Background: an optimization exercise with open tools, aiming at small area, a short achievable clock period and few clock cycles. Do not read the settings as production practice. Function was checked by simulation only, so behaviour that the tests miss may differ from the original. No activity file was given, so power comes from the tool's default toggle rates.

// mxenc
module mxenc (
    input  wire         clk,
    input  wire         rst,           
    input  wire         in_valid,
    output wire         in_ready,
    input  wire [31:0]  in_data,       
    input  wire [3:0]   in_fmt,        
    input  wire [3:0]   in_ctl,        
    output reg          out_valid,
    input  wire         out_ready,
    output reg  [7:0]   out_scale,
    output wire [255:0] out_data,
    output reg  [3:0]   out_flags,     
    output reg          out_err        
);
For scale: ~2,100 cells after synthesis, roughly 870 flip-flops.
==> flow/config.mk <==
export PLATFORM = sky130hd
export DESIGN_NAME = mxenc
export DESIGN_NICKNAME = mxenc
export VERILOG_FILES = /design/flow/design.v
export SDC_FILE = /design/flow/constraint.sdc
export NUM_CORES = 8
export LEC_CHECK = 0
export CAP_MARGIN = 20
export CORE_MARGIN = 2
export CORE_UTILIZATION = 55
export CTS_BUF_LIST = sky130_fd_sc_hd__clkbuf_8
export CTS_CLUSTER_DIAMETER = 55
export CTS_CLUSTER_SIZE = 18
export PLACE_DENSITY = 0.65
export SLEW_MARGIN = 20
export SYNTH_HIERARCHICAL = 0
==> flow/constraint.sdc <==
create_clock -name core_clock -period 24.0 [get_ports {clk}]
set_input_delay 4.8000 -clock core_clock [delete_from_list [all_inputs] [get_ports {clk}]]
set_output_delay 4.8000 -clock core_clock [all_outputs]
set_load 0.01 [all_outputs]
standard.sh (not shown) runs the stock make flow with config.mk's settings and CLKGATE_MAP_FILE= SYNTH_SCRIPT=/design/flow/synth_recipe.tcl, a recipe that flattens the netlist after the stock synthesis.
==> flow/flow/run.sh <==
#!/bin/bash
# The standard layout, with the port buffers built from plain buffers
# (buf_2) instead of the cell buffer_ports picks by itself.
set -euo pipefail
export BUFFER_PORTS_ARGS="-buffer_cell sky130_fd_sc_hd__buf_2"
bash standard.sh > standard.log 2>&1
Testbench counts at the start, summed over its fixed seeds: cycles 12,576.
Change:
--- a/flow/design.v
+++ b/flow/design.v
@@ -147,62 +147,61 @@
     input  wire [3:0]   in_fmt,        
     input  wire [3:0]   in_ctl,        
     output reg          out_valid,
     input  wire         out_ready,
     output reg  [7:0]   out_scale,
     output wire [255:0] out_data,
     output reg  [3:0]   out_flags,     
     output reg          out_err        
 );
+    reg [5:0] in_cfg;
+    always @(*) begin
+        in_cfg[2:0] = 3'd0;
+        in_cfg[5]   = 1'b0;
+        case (in_fmt)
+            4'h4: in_cfg[2:0] = 3'd0;
+            4'h5: in_cfg[2:0] = 3'd1;
+            4'h6: in_cfg[2:0] = 3'd2;
+            4'h7: in_cfg[2:0] = 3'd3;
+            4'h8: in_cfg[2:0] = 3'd4;
+            4'h9: in_cfg[2:0] = 3'd5;
+            default: in_cfg[5] = 1'b1;
+        endcase
+        if (in_ctl > 4'd3) in_cfg[5] = 1'b1;
+        if (in_ctl[0] && !(in_fmt == 4'h4 || in_fmt == 4'h5)) in_cfg[5] = 1'b1;
+        in_cfg[4] = in_ctl[1];
+        in_cfg[3] = in_ctl[0];
+    end
     reg         in_ready_r;
     assign in_ready = in_ready_r;
-    wire in_fire = in_valid && in_ready_r && !rst;
+    wire in_fire = in_valid && in_ready_r;
     reg [31:0] i0_d;
-    reg [3:0]  i0_fmt, i0_ctl;
+    reg [5:0]  i0_cfg;
     reg        i0_v;
     reg [4:0]  nsh;                 
     wire       i0_un = (i0_d[30:23] == 8'd0) && (i0_d[22:0] != 23'd0) && !i0_d[22];
     always @(posedge clk) begin
         if (in_fire) begin
             i0_d   <= in_data;
-            i0_fmt <= in_fmt;
-            i0_ctl <= in_ctl;
+            i0_cfg <= in_cfg;
             nsh    <= 5'd0;
         end else if (i0_v && i0_un) begin
             i0_d[22:0] <= {i0_d[21:0], 1'b0};
             nsh        <= nsh + 5'd1;
         end
     end
     wire in_un   = (in_data[30:23] == 8'd0) && (in_data[22:0] != 23'd0) && !in_data[22];
     wire i0_ok_n = in_fire ? !in_un : (!i0_un || i0_d[21]);
     wire [1:0] c0_cls;
     wire [8:0] c0_xs;
     wire [7:0] c0_fr;
     mx_src_pack u_pack (.x(i0_d), .nsh(nsh), .cls(c0_cls), .xs(c0_xs), .fr(c0_fr));
     wire       c0_s = i0_d[31];
-    reg [5:0] i0_cfg;
-    always @(*) begin
-        i0_cfg[2:0] = 3'd0;
-        i0_cfg[5]   = 1'b0;
-        case (i0_fmt)
-            4'h4: i0_cfg[2:0] = 3'd0;
-            4'h5: i0_cfg[2:0] = 3'd1;
-            4'h6: i0_cfg[2:0] = 3'd2;
-            4'h7: i0_cfg[2:0] = 3'd3;
-            4'h8: i0_cfg[2:0] = 3'd4;
-            4'h9: i0_cfg[2:0] = 3'd5;
-            default: i0_cfg[5] = 1'b1;
-        endcase
-        if (i0_ctl > 4'd3) i0_cfg[5] = 1'b1;
-        if (i0_ctl[0] && !(i0_fmt == 4'h4 || i0_fmt == 4'h5)) i0_cfg[5] = 1'b1;
-        i0_cfg[4] = i0_ctl[1];
-        i0_cfg[3] = i0_ctl[0];
-    end
     reg [4:0]  h;                   
     reg [12:0] ring [0:31];
     reg [4:0]  wcnt;                
     reg [4:0]  dcnt;                
     reg        wm;                  
     reg        dm;                  
     reg        dpend;               
     reg        pd;                  
     wire        stall;
@@ -435,23 +434,33 @@
                 emit    = d2_idx[0];
                 byte_in = {code[3:0], acc[3:0]};
             end
             default: begin
                 emit    = !d2_first;
                 byte_in = acc;
             end
         endcase
     end
-    assign stall = out_valid && d2_v && emit;
+    reg    stall_r;
+    assign stall = stall_r;
     wire take  = d2_v && !stall;
     wire shift = take && emit;
     wire   out_valid_n = (out_valid && !out_ready) || (take && d2_last);
-    assign stall_n = out_valid_n && (stall ? emit : (d1_v && !d1_first));
+    wire [1:0] d1_wsel = !d1_first ? r_wsel :
+                         a_err ? 2'd0 : (a_fsel == 3'd2 || a_fsel == 3'd3) ? 2'd1 :
+                         (a_fsel == 3'd4) ? 2'd2 : 2'd0;
+    wire   d1_emit = (d1_wsel == 2'd1) ? (d1_idx[1:0] != 2'd0) :
+                     (d1_wsel == 2'd2) ? d1_idx[0] : !d1_first;
+    assign stall_n = out_valid_n && (stall ? emit : (d1_v && d1_emit));
+    always @(posedge clk) begin
+        if (rst) stall_r <= 1'b0;
+        else     stall_r <= stall_n;
+    end
     always @(posedge clk) begin
         if (take) begin
             facc <= fl_now;
             case (r_wsel)
                 2'd1: case (d2_idx)
                     2'd0: acc <= {2'b0, code[5:0]};
                     2'd1: acc <= {4'b0, code[5:2]};
                     2'd2: acc <= {6'b0, code[5:4]};
                     default: ;
Effect:
- The new run went through all stages and came out clean
- count of clock-buffer cells in the layout falls by 7
- sequential power stays flat
- worst setup slack loses 0.0060 ns
- global-route usage went down by 1.0 points
- worst hold slack gains 0.010 ns
- wire length goes down by 5.9%
Testbench counts after the change, summed over its fixed seeds: cycles 12,576.

afterwards: timing with drivers on the ports:
The results above use ideal ports. As a check the final layouts listed here were re-extracted and re-timed, cells and wires unchanged.
Step 1: set_driving_cell puts a clkbuf_16 on clk and a buf_2 on each other input, an assumption about the parent block.
Step 2 also shifts input and output timing later by t, the mid clock arrival at the registers, as if the neighbouring blocks saw the same clock.
Three values: ideal ports, drivers, drivers and shift; two values: the first two.
run | t (ns) | setup slack, ns | worst setup path at the end | latest minus earliest clock arrival (ns)
the first run | 0.705 | 17.822 / 17.771 / 17.366 | input to register | 0.040 / 0.040
the second run | 0.754 | 17.816 / 17.764 / 17.484 | input to register | 0.023 / 0.023
After both steps every run listed still meets setup and hold. The setup slack of the first run, which loses most, moves by -0.051 ns with the drivers and by -0.456 ns with both steps.
